Context: an optimization exercise on an open-source flow, tuned for small area. The choices shown serve that exercise and are no tape-out recipe.
In this exercise RTL edits were held to simulation tests only and were not proved equivalent to the original.
Power is estimated from default activity; no workload was simulated.

Design enc_channel, start of the top module:
module enc_channel (
    input  wire        clk,
    input  wire        rst,             
    input  wire        a_in,            
    input  wire        b_in,
    input  wire        z_in,
    input  wire        a_low,           
    input  wire        b_low,
    input  wire        z_low,
    input  wire        en,              
    input  wire [1:0]  cfg_decode,      
    input  wire        cfg_invert,
    input  wire        cfg_z_en,
    input  wire        cfg_z_pol,
    input  wire        cfg_idx_check,
    input  wire        cfg_line_det,
    input  wire [7:0]  cfg_idx_tol,
    input  wire [4:0]  filt_a,          
    input  wire [4:0]  filt_b,
    input  wire [4:0]  filt_z,
    input  wire [24:0] rev_count,       
    input  wire [23:0] idx_exp,         
    input  wire [5:0]  flt_clr,         
    input  wire        cnt_clr,         
    output reg  [23:0] pos,             
    output reg  [31:0] rev,             
    output reg  [31:0] raw,             
    output reg  [31:0] qerr,            
    output reg  [23:0] idx_cap,         
    output reg  [31:0] idx_cnt,         
    output reg  [63:0] edge_till,       
    output reg  [31:0] edge_dt,         
    output reg  [5:0]  flt,             
    output reg         untrusted,       
    output reg         dir,
    output reg         hyst,
    output reg         ev_qburst,       
    output reg  [1:0]  ev_index,        
    output wire [2:0]  ev_line          
);
    localparam [17:0] WINDOW_M1 = 18'd199999;    
    integer i;
    reg  [63:0] till;
    wire [63:0] till_inc;
    enc_incdec #(.W(64), .B(16)) u_till (.a(till), .ci(1'b1), .dn(1'b0), .s(till_inc), .co());
    always @(posedge clk) begin
        if (rst) till <= 64'd0;
        else     till <= till_inc;
    end
    reg en_q;
    always @(posedge clk) begin
        if (rst) en_q <= 1'b0;
        else     en_q <= en;
    end
    wire start  = en && !en_q;         
    wire active = en && en_q;          
    wire clr    = rst || start;
    wire line_run = en && cfg_line_det;
    wire la_fault, lb_fault, lz_fault;
  ...
==> flow/config.mk <==
export PLATFORM = sky130hd
export DESIGN_NAME = enc_channel
export DESIGN_NICKNAME = enc_channel
export VERILOG_FILES = /design/flow/design.v
export SDC_FILE = /design/flow/constraint.sdc
export NUM_CORES = 4
export LEC_CHECK = 0
export CAP_MARGIN = 20
export CORE_MARGIN = 2
export CORE_UTILIZATION = 70
export SLEW_MARGIN = 20
==> flow/constraint.sdc <==
create_clock -name core_clock -period 13.0 [get_ports {clk}]
set_input_delay 2.6000 -clock core_clock [delete_from_list [all_inputs] [get_ports {clk}]]
set_output_delay 2.6000 -clock core_clock [all_outputs]
set_load 0.01 [all_outputs]
standard.sh (not shown) runs the stock make flow with config.mk's settings and CLKGATE_MAP_FILE= SYNTH_SCRIPT=/design/flow/synth_recipe.tcl, a recipe that flattens the netlist after the stock synthesis.
==> flow/flow/run.sh <==
#!/bin/bash
# The standard layout, with buf_1 port buffers and a clock tree of
# clkbuf_8 leaves without dummy loads. Each step's log is in orfs/logs/.
set -euo pipefail
export BUFFER_PORTS_ARGS="-buffer_cell sky130_fd_sc_hd__buf_1"
export CTS_ARGS="-sink_clustering_enable -repair_clock_nets -dont_use_dummy_load -buf_list sky130_fd_sc_hd__clkbuf_8 -sink_clustering_size 16 -sink_clustering_max_diameter 80"
bash standard.sh > standard.log 2>&1
Then changed:
- ABC_AREA: default -> 1
- CORE_UTILIZATION: 70 -> 80
After rerunning: The new run finished with timing, DRC and antenna clean. Routed wire length increases by 20%. Fmax increases by 10%. Global-route usage increases by 12 points.
Then changed:
==> flow/flow/run.sh (replaced) <==
#!/bin/bash
# The standard layout, with buf_1 port buffers and a clock tree of
# clkbuf_16 leaves without dummy loads. Each step's log is in orfs/logs/.
set -euo pipefail
export BUFFER_PORTS_ARGS="-buffer_cell sky130_fd_sc_hd__buf_1"
export CTS_ARGS="-sink_clustering_enable -repair_clock_nets -dont_use_dummy_load -buf_list sky130_fd_sc_hd__clkbuf_16 -sink_clustering_size 30 -sink_clustering_max_diameter 100"
bash standard.sh > standard.log 2>&1
- CORE_UTILIZATION: 80 -> 70
The changed run finished with timing, DRC and antenna clean. Design area climbs by 0.32%. Setup slack degrades by 220 ps. Power drops by 2.7%. Non-clock buffer count does not change. Sequential share of layout area drops by 0.11 points. Global-route usage drops by 12 points. Clock power drops by about 0.9%.

==> what the ideal ports hide <==
The results above use ideal ports. As a check the final layouts listed here were re-extracted and re-timed, cells and wires unchanged.
Step 1, drivers: a clkbuf_16 drives clk and a buf_2 each remaining input, both assumed.
Step 2 times the ports against the registers' clock, not the clock port: input delays grow and output delays shrink by t, the midpoint of the rising clock arrivals with the driver on.
Slacks: ideal / step 1 / step 2; pairs: ideal / step 1.
run	shift t [ns]	setup WS [ns]	worst hold slack (ns)	worst register clock-pin slew, ns
the first run	0.683	0.607 / 0.636 / -0.048	0.448 / 0.448 / 0.448	0.11 / 0.11
the second run	0.692	1.747 / 1.780 / 1.088	0.395 / 0.395 / 0.395	0.11 / 0.11
the third run	0.613	1.526 / 1.558 / 0.945	0.403 / 0.403 / 0.403	0.11 / 0.11
Met with ideal ports but missed after step 2: setup timing in the first run. For the second run, which loses most, drivers alone change the setup slack by +0.033 ns; drivers and shift together by -0.659 ns.
